This design comes from an exercise in tuning for small area, a short achievable clock period and few clock cycles per item on the open sky130 flow, not from production work. Function was checked by simulation only, so behaviour that the tests miss may differ from the original.

==> flow/design.v <==
module aes_sbox (input wire [7:0] a, output wire [7:0] y);
    wire U0, U1, U2, U3, U4, U5, U6, U7;
    assign {U0, U1, U2, U3, U4, U5, U6, U7} = a;
    wire T1, T2, T3, T4, T5, T6, T7, T8, T9, T10, T11, T12, T13, T14, T15, T16, T17, T18, T19, T20, T21, T22, T23, T24, T25, T26, T27, M1, M2, M3, M4, M5, M6, M7, M8, M9, M10, M11, M12, M13, M14, M15, M16, M17, M18, M19, M20, M21, M22, M23, M24, M25, M26, M27, M28, M29, M30, M31, M32, M33, M34, M35, M36, M37, M38, M39, M40, M41, M42, M43, M44, M45, M46, M47, M48, M49, M50, M51, M52, M53, M54, M55, M56, M57, M58, M59, M60, M61, M62, M63, L0, L1, L2, L3, L4, L5, L6, L7, L8, L9, L10, L11, L12, L13, L14, L15, L16, L17, L18, L19, L20, L21, L22, L23, L24, L25, L26, L27, L28, L29, S0, S1, S2, S3, S4, S5, S6, S7;
    assign T1 = U0 ^ U3;
    assign T2 = U0 ^ U5;
    assign T3 = U0 ^ U6;
    assign T4 = U3 ^ U5;
    assign T5 = U4 ^ U6;
    assign T6 = T1 ^ T5;
    assign T7 = U1 ^ U2;
    assign T8 = U7 ^ T6;
    assign T9 = U7 ^ T7;
    assign T10 = T6 ^ T7;
    assign T11 = U1 ^ U5;
    assign T12 = U2 ^ U5;
    assign T13 = T3 ^ T4;
    assign T14 = T6 ^ T11;
    assign T15 = T5 ^ T11;
    assign T16 = T5 ^ T12;
    assign T17 = T9 ^ T16;
    assign T18 = U3 ^ U7;
    assign T19 = T7 ^ T18;
    assign T20 = T1 ^ T19;
    assign T21 = U6 ^ U7;
    assign T22 = T7 ^ T21;
    assign T23 = T2 ^ T22;
    assign T24 = T2 ^ T10;
    assign T25 = T20 ^ T17;
    assign T26 = T3 ^ T16;
    assign T27 = T1 ^ T12;
    assign M1 = T13 & T6;
    assign M2 = T23 & T8;
    assign M3 = T14 ^ M1;
    assign M4 = T19 & U7;
    assign M5 = M4 ^ M1;
    assign M6 = T3 & T16;
    assign M7 = T22 & T9;
    assign M8 = T26 ^ M6;
    assign M9 = T20 & T17;
    assign M10 = M9 ^ M6;
    assign M11 = T1 & T15;
    assign M12 = T4 & T27;
    assign M13 = M12 ^ M11;
    assign M14 = T2 & T10;
    assign M15 = M14 ^ M11;
    assign M16 = M3 ^ M2;
    assign M17 = M5 ^ T24;
    assign M18 = M8 ^ M7;
    assign M19 = M10 ^ M15;
    assign M20 = M16 ^ M13;
    assign M21 = M17 ^ M15;
    assign M22 = M18 ^ M13;
    assign M23 = M19 ^ T25;
    assign M24 = M22 ^ M23;
    assign M25 = M22 & M20;
    assign M26 = M21 ^ M25;
    assign M27 = M20 ^ M21;
    assign M28 = M23 ^ M25;
    assign M29 = M28 & M27;
    assign M30 = M26 & M24;
    assign M31 = M20 & M23;
    assign M32 = M27 & M31;
    assign M33 = M27 ^ M25;
    assign M34 = M21 & M22;
    assign M35 = M24 & M34;
    assign M36 = M24 ^ M25;
    assign M37 = M21 ^ M29;
    assign M38 = M32 ^ M33;
    assign M39 = M23 ^ M30;
    assign M40 = M35 ^ M36;
    assign M41 = M38 ^ M40;
    assign M42 = M37 ^ M39;
    assign M43 = M37 ^ M38;
    assign M44 = M39 ^ M40;
    assign M45 = M42 ^ M41;
    assign M46 = M44 & T6;
    assign M47 = M40 & T8;
    assign M48 = M39 & U7;
    assign M49 = M43 & T16;
    assign M50 = M38 & T9;
    assign M51 = M37 & T17;
    assign M52 = M42 & T15;
    assign M53 = M45 & T27;
    assign M54 = M41 & T10;
    assign M55 = M44 & T13;
    assign M56 = M40 & T23;
    assign M57 = M39 & T19;
    assign M58 = M43 & T3;
    assign M59 = M38 & T22;
    assign M60 = M37 & T20;
    assign M61 = M42 & T1;
    assign M62 = M45 & T4;
    assign M63 = M41 & T2;
    assign L0 = M61 ^ M62;
    assign L1 = M50 ^ M56;
    assign L2 = M46 ^ M48;
    assign L3 = M47 ^ M55;
    assign L4 = M54 ^ M58;
    assign L5 = M49 ^ M61;
    assign L6 = M62 ^ L5;
    assign L7 = M46 ^ L3;
    assign L8 = M51 ^ M59;
    assign L9 = M52 ^ M53;
    assign L10 = M53 ^ L4;
    assign L11 = M60 ^ L2;
    assign L12 = M48 ^ M51;
    assign L13 = M50 ^ L0;
    assign L14 = M52 ^ M61;
    assign L15 = M55 ^ L1;
    assign L16 = M56 ^ L0;
    assign L17 = M57 ^ L1;
    assign L18 = M58 ^ L8;
    assign L19 = M63 ^ L4;
    assign L20 = L0 ^ L1;
    assign L21 = L1 ^ L7;
    assign L22 = L3 ^ L12;
    assign L23 = L18 ^ L2;
    assign L24 = L15 ^ L9;
    assign L25 = L6 ^ L10;
    assign L26 = L7 ^ L9;
    assign L27 = L8 ^ L10;
    assign L28 = L11 ^ L14;
    assign L29 = L11 ^ L17;
    assign S0 = L6 ^ L24;
    assign S1 = ~(L16 ^ L26);
    assign S2 = ~(L19 ^ L28);
    assign S3 = L6 ^ L21;
    assign S4 = L20 ^ L22;
    assign S5 = L25 ^ L29;
    assign S6 = ~(L13 ^ L27);
    assign S7 = ~(L6 ^ L23);
    assign y = {S0, S1, S2, S3, S4, S5, S6, S7};
endmodule
module aes256_enc (
    input  wire         clk,
    input  wire         rst,         
    input  wire         in_valid,
    output wire         in_ready,
    input  wire [255:0] key,
    input  wire [127:0] block_in,
    output wire         out_valid,
    input  wire         out_ready,
    output wire [127:0] block_out
);
    reg  [127:0] state;      
    reg  [255:0] kreg;       
    reg  [7:0]   rcon;       
    reg  [3:0]   rnd;        
    reg          busy;
    reg          done;
    assign in_ready  = !busy && (!done || out_ready);
    assign out_valid = done;
    assign block_out = state;
    wire start = in_valid && in_ready;
    wire [127:0] sub;        
    wire [127:0] sr;         
    wire [127:0] round_key = kreg[127:0];
    wire         last_round = (rnd == 4'd14);
    wire [127:0] round_out;
    genvar i;
    generate
        for (i = 0; i < 16; i = i + 1) begin : g_sbox
            aes_sbox u_sbox (
                .a(state[127 - 8*i -: 8]),
                .y(sub[127 - 8*i -: 8])
            );
            assign sr[127 - 8*i -: 8] =
                sub[127 - 8*((i % 4) + 4*(((i / 4) + (i % 4)) % 4)) -: 8];
        end
    endgenerate
    function [7:0] xtime;
        input [7:0] b;
        xtime = {b[6:0], 1'b0} ^ (b[7] ? 8'h1b : 8'h00);
    endfunction
    generate
        for (i = 0; i < 4; i = i + 1) begin : g_mix
            wire [7:0] a0 = sr[127 - 32*i      -: 8];
            wire [7:0] a1 = sr[127 - 32*i -  8 -: 8];
            wire [7:0] a2 = sr[127 - 32*i - 16 -: 8];
            wire [7:0] a3 = sr[127 - 32*i - 24 -: 8];
            wire [7:0] k0 = round_key[127 - 32*i      -: 8];
            wire [7:0] k1 = round_key[127 - 32*i -  8 -: 8];
            wire [7:0] k2 = round_key[127 - 32*i - 16 -: 8];
            wire [7:0] k3 = round_key[127 - 32*i - 24 -: 8];
            wire [7:0] p01 = a0 ^ a1;
            wire [7:0] p12 = a1 ^ a2;
            wire [7:0] p23 = a2 ^ a3;
            wire [7:0] p30 = a3 ^ a0;
            wire [7:0] m0 = xtime(p01) ^ (a1 ^ k0) ^ p23;
            wire [7:0] m1 = xtime(p12) ^ (a2 ^ k1) ^ p30;
            wire [7:0] m2 = xtime(p23) ^ (a3 ^ k2) ^ p01;
            wire [7:0] m3 = xtime(p30) ^ (a0 ^ k3) ^ p12;
            assign round_out[127 - 32*i      -: 8] = last_round ? a0 ^ k0 : m0;
            assign round_out[127 - 32*i -  8 -: 8] = last_round ? a1 ^ k1 : m1;
            assign round_out[127 - 32*i - 16 -: 8] = last_round ? a2 ^ k2 : m2;
            assign round_out[127 - 32*i - 24 -: 8] = last_round ? a3 ^ k3 : m3;
        end
    endgenerate
    wire [31:0] w_last = kreg[31:0];
    wire        rot_step = rnd[0];
    wire [31:0] ks_in    = rot_step ? {w_last[23:0], w_last[31:24]} : w_last;
    wire [31:0] ks_sub;
    generate
        for (i = 0; i < 4; i = i + 1) begin : g_ksbox
            aes_sbox u_sbox (
                .a(ks_in[31 - 8*i -: 8]),
                .y(ks_sub[31 - 8*i -: 8])
            );
        end
    endgenerate
    wire [31:0] ks_t = ks_sub ^ (rot_step ? {rcon, 24'h000000} : 32'h00000000);
    wire [31:0] q0  = kreg[255:224];
    wire [31:0] q1  = q0 ^ kreg[223:192];
    wire [31:0] q2  = q1 ^ kreg[191:160];
    wire [31:0] q3  = q2 ^ kreg[159:128];
    wire [31:0] nw0 = q0 ^ ks_t;
    wire [31:0] nw1 = q1 ^ ks_t;
    wire [31:0] nw2 = q2 ^ ks_t;
    wire [31:0] nw3 = q3 ^ ks_t;
    always @(posedge clk) begin
        if (rst) begin
            busy <= 1'b0;
            done <= 1'b0;
        end else begin
            if (done && out_ready)
                done <= 1'b0;
            if (start)
                busy <= 1'b1;
            else if (busy && last_round) begin
                busy <= 1'b0;
                done <= 1'b1;
            end
        end
    end
    always @(posedge clk) begin
        if (busy) begin
            state <= round_out;
            kreg  <= {kreg[127:0], nw0, nw1, nw2, nw3};
            rnd   <= rnd + 4'd1;
            if (rot_step)
                rcon <= xtime(rcon);
        end else begin
            if (in_ready)
                state <= block_in ^ key[255:128];
            kreg  <= key;
            rnd   <= 4'd1;
            rcon  <= 8'h01;
        end
    end
endmodule
==> flow/run.sh <==
#!/bin/bash
# synth_recipe.tcl (not shown) runs the flow's synth.tcl, then flattens the netlist and writes it again
# the make line also repeats each setting of config.mk as NAME=value (left out here)
make -C /OpenROAD-flow-scripts/flow DESIGN_CONFIG=/design/flow/config.mk WORK_HOME=/design/flow/orfs CLKGATE_MAP_FILE= SYNTH_SCRIPT=/design/flow/synth_recipe.tcl finish
==> flow/config.mk <==
export PLATFORM = sky130hd
export DESIGN_NAME = aes256_enc
export DESIGN_NICKNAME = aes256_enc
export VERILOG_FILES = /design/flow/design.v
export SDC_FILE = /design/flow/constraint.sdc
export NUM_CORES = 4
export LEC_CHECK = 0
export CAP_MARGIN = 20
export CORE_MARGIN = 2
export CORE_UTILIZATION = 25
export SLEW_MARGIN = 20
==> flow/constraint.sdc <==
create_clock -name core_clock -period 6.0 [get_ports {clk}]
set_input_delay 1.2000 -clock core_clock [delete_from_list [all_inputs] [get_ports {clk}]]
set_output_delay 1.2000 -clock core_clock [all_outputs]
set_load 0.01 [all_outputs]
==> notes.md <==
-- worst register-to-register path, delay by kind of cell, from the launching register on --
family | cells | cell delay (ns)
buf+inv | 3 | 0.56
compound gates | 4 | 1.12
simple gates | 2 | 0.37
flops | 1 | 0.48
fa+ha+maj | 1 | 0.32
xor+xnor | 10 | 2.79
-- placed cells by master (no fill, tap or decap), drive strengths merged, types with 67 or more instances in the layout --
master / count
a31oi: 67
a21oi: 480
a211oi: 100
and2: 67
inv: 81
xor2: 622
xnor3: 239
o22ai: 114
buf: 1314
nor3: 178
xnor2: 1324
nand3: 202
o21ai: 391
nand2: 543
mux2: 230
clkdlybuf4s50: 517
edfxtp: 128
nor2: 585
dfxtp: 270
mux2i: 180
o211ai: 79
-- kinds of logic (layout without fill, tap and decap cells) --
group           after synthesis  in the layout
fa+ha+maj                    52             52
compound gates             1766           1766
buf+inv                     540           1993
simple gates               1928           1928
mux                         411            411
other cells                   0             10
xor+xnor                   2228           2228
flops                       398            398
-- flip-flops by register name (all words and copies together) (netlist names) --
| name | flops |
|---|---|
| busy | 1 |
| done | 1 |
| kreg | 256 |
| rcon | 8 |
| rnd | 4 |
| state | 128 |
-- layer usage --
metal,track usage,part of all wire,vias up
met2,0.3792,0.45,2713
met3,0.03891,0.066,656
met5,0,0.00018,-
li1,-,-,29030
met1,0.2823,0.39,30840
met4,0.1990,0.10,8
-- layout make-up --
type	instances	area share
multi-input cells	6385	0.6283
repair buffers	1831	0.1861
flip-flops and latches	398	0.1126
well taps	3202	0.04874
clock buffers	64	0.01712
clock inverters	30	0.003638
inverters	68	0.003166
diodes	10	0.0003044
-- worst paths after layout --
check,slack (ns),cells past startpoint,start,end
hold reg to reg,0.47,2,rcon[5]$_SDFFE_PN0P_,rcon[5]$_SDFFE_PN0P_
hold / removal,0.47,2,rcon[5]$_SDFFE_PN0P_,rcon[5]$_SDFFE_PN0P_
setup / recovery,0.09,20,state[20]$_DFFE_PP_,state[36]$_DFFE_PP_
setup reg to reg,0.09,20,state[20]$_DFFE_PP_,state[36]$_DFFE_PP_
-- synth_stat cells (133+ instances only) --
cell type / instances / area [µm²]
xnor2_1: 1260 / 11040
xor2_1: 600 / 5255
nor2_1: 579 / 2173
nand2_1: 542 / 2034
a21oi_1: 479 / 2397
o21ai_0: 368 / 1842
clkbuf_1: 291 / 1092
dfxtp_1: 270 / 5405
xnor3_1: 233 / 5248
mux2_2: 229 / 2579
nand3_1: 202 / 1011
mux2i_1: 178 / 1782
nor3_1: 176 / 880.8
buf_2: 133 / 665.6
-- timing repair --
item | in CTS | in global routing
resized for setup | 48 | 265
setup endpoints to repair | 44 | 150
buffers inserted | 4 | 62
pin swaps | 8 | 66
==> run_results.csv <==
group,metric,value,unit
clocking,cts_hold_buf,0,
clocking,cts.clk_slew.worst_paths,0.07,ns
timing,fin_worst_skew,0.03969,ns
run,max-cap-violations,0,
layout,fin_area,0.08220,mm²
worst_setup_path,setup.worst_path.class,"flip-flop to flip-flop",
worst_setup_path,cpLargestDelayFamily,"XOR/XNOR gates",
synth,synth_compound_area_frac,0.1903,
place,pre_cts_ws,-0.6018,ns
global_routing,grt_pass1_wl,439200,µm
timing,rsz0062_at_grt,"yes",
timing,finalMaxSlewViolations,0,
synth,postSynthAreaPerCell,8.382,µm²
routing,post_drt_wl_per_cell,26.11,µm
place,dpl_cell_area,0.07820,mm²
synth,synth_cell_types,124,
place,numPortBuffers,517,
global_routing,first_global_vias,60740,
worst_setup_path,crit_chain,"xnor3_2 > xor2_2 > xor2_1 > ha_1 > xnor3_1 > buf_4 > nor4_4 > o211ai_1 > a221oi_1 > a21o_1 > nor3_2 > buf_4 > xnor2_4 > xnor3_2 > xor2_2 > buf_4 > xor2_1 > xnor2_1 > xnor2_1 > a222oi_1",
floorplan,ios,518,
clocking,cts_buffers,50,
timing,fmax,169.3,MHz
layout,fin_cells,11990,
place,dpl.cell_count,11820,
timing,hold_viol_final,0,
timing,tightest_slew,1.256,ns
global_routing,grt_remaining_overflow,0,
synth,synthArstFlopShare,0,
routing,firstDrtPassIters,6,
timing,min_period,5.907,ns
layout,nNetsFinal,9164,
layout,multi_input_area,0.05165,mm²
timing,slew_headroom,0.1601,
worst_setup_path,crit_top_cell,"buf_4",
global_routing,track_usage,0.2387,
floorplan,coreArea,0.2437,mm²
clocking,cts.sinks,398,
synth,synth_top_family_by_area,"XOR/XNOR gates",
synth,synth_edf_count,128,
routing,wl,313000,µm
clocking,h-tree-depth,2,
floorplan,die_h,499.5,µm
clocking,clock_latency,0.71,ns
layout,syn2layout_area_growth,33.92,%
synth,synthCells,7323,
synth,synthAdderAreaFrac,0.01019,
global_routing,grt_max_degree,147,
routing,drc,0,
layout,layout-drive-gt1-share,0.2369,
synth,dominantRegCellSynth,"dfxtp_1",
routing,num_vias,63250,
worst_setup_path,critPathRequiredTime,6.41,ns
layout,seq_area,0.009259,mm²
timing,finalSetupViolations,0,
synth,netlist_area,0.06138,mm²
worst_setup_path,cp-start-kind,"flip-flop",
synth,yosysSeqAreaShare,0.1507,
worst_setup_path,cp-end-kind,"flip-flop",
worst_setup_path,arrival,6.32,ns
worst_setup_path,crit_buf_inv,3,
timing,worst_slack,0.09327,ns
synth,synthMuxAreaShare,0.07204,
timing,finalSetupTns,0,ns
synth,synth_simple_gate_area_frac,0.1458,
synth,synth_xor_area_frac,0.3936,
routing,drt-initial-drc-count,6039,
routing,vias_per_cell,5.276,
worst_setup_path,cpPeakStageDelay,0.51,ns
floorplan,die_w,499.5,µm
worst_setup_path,crit_path_top_delay_cell,"xnor3_2",
worst_setup_path,path_max_fanout,12,
clocking,cts_max_path_buffers,3,
clocking,cts-root-buf,"clkbuf_16",
routing,ant_nets,0,
run_status,outcome,"complete, no violations",
worst_hold_path,hold_path_class,"flip-flop to flip-flop",
global_routing,antenna_found_initial,26,
floorplan,num_rows,181,
timing,hold_ws,0.4696,ns
synth,syn_nets,7753,
synth,ys_ff_latch,398,
synth,yosysWarnings,1,
place,post-dp-hpwl,259200,µm
layout,n_fill_cell,25230,
floorplan,die_area,0.2495,mm²
floorplan,start_util,0.2519,
place,place_congestion,1.024,
clocking,cts_tree,"done",
timing,post-route-period-util,0.9845,
layout,finish.utilization,0.3373,
Testbench counts, summed over its fixed seeds: cycles 30,728, items 2,048.

## separate check: timing with driven ports
How much do the figures lean on ideal ports? The routed layout below was timed once more, with nothing changed but the port constraints. Step 1 assumes that a clkbuf_16 drives the clock port and a buf_2 every other input. Step 2 times the ports against the registers' clock, not the clock port: input delays grow and output delays shrink by t, the midpoint of the rising clock arrivals with the driver on. Slacks: ideal ports / drivers / drivers and shift; pairs: ideal ports / drivers.
shift t [ns]: 0.780
setup slack, ns: 0.093 / 0.093 / 0.093
worst data-port slew with drivers (ns): 0.16
After both steps this run still meets setup and hold. For this run, drivers alone change the setup slack by 0.000 ns; drivers and shift together by 0.000 ns.
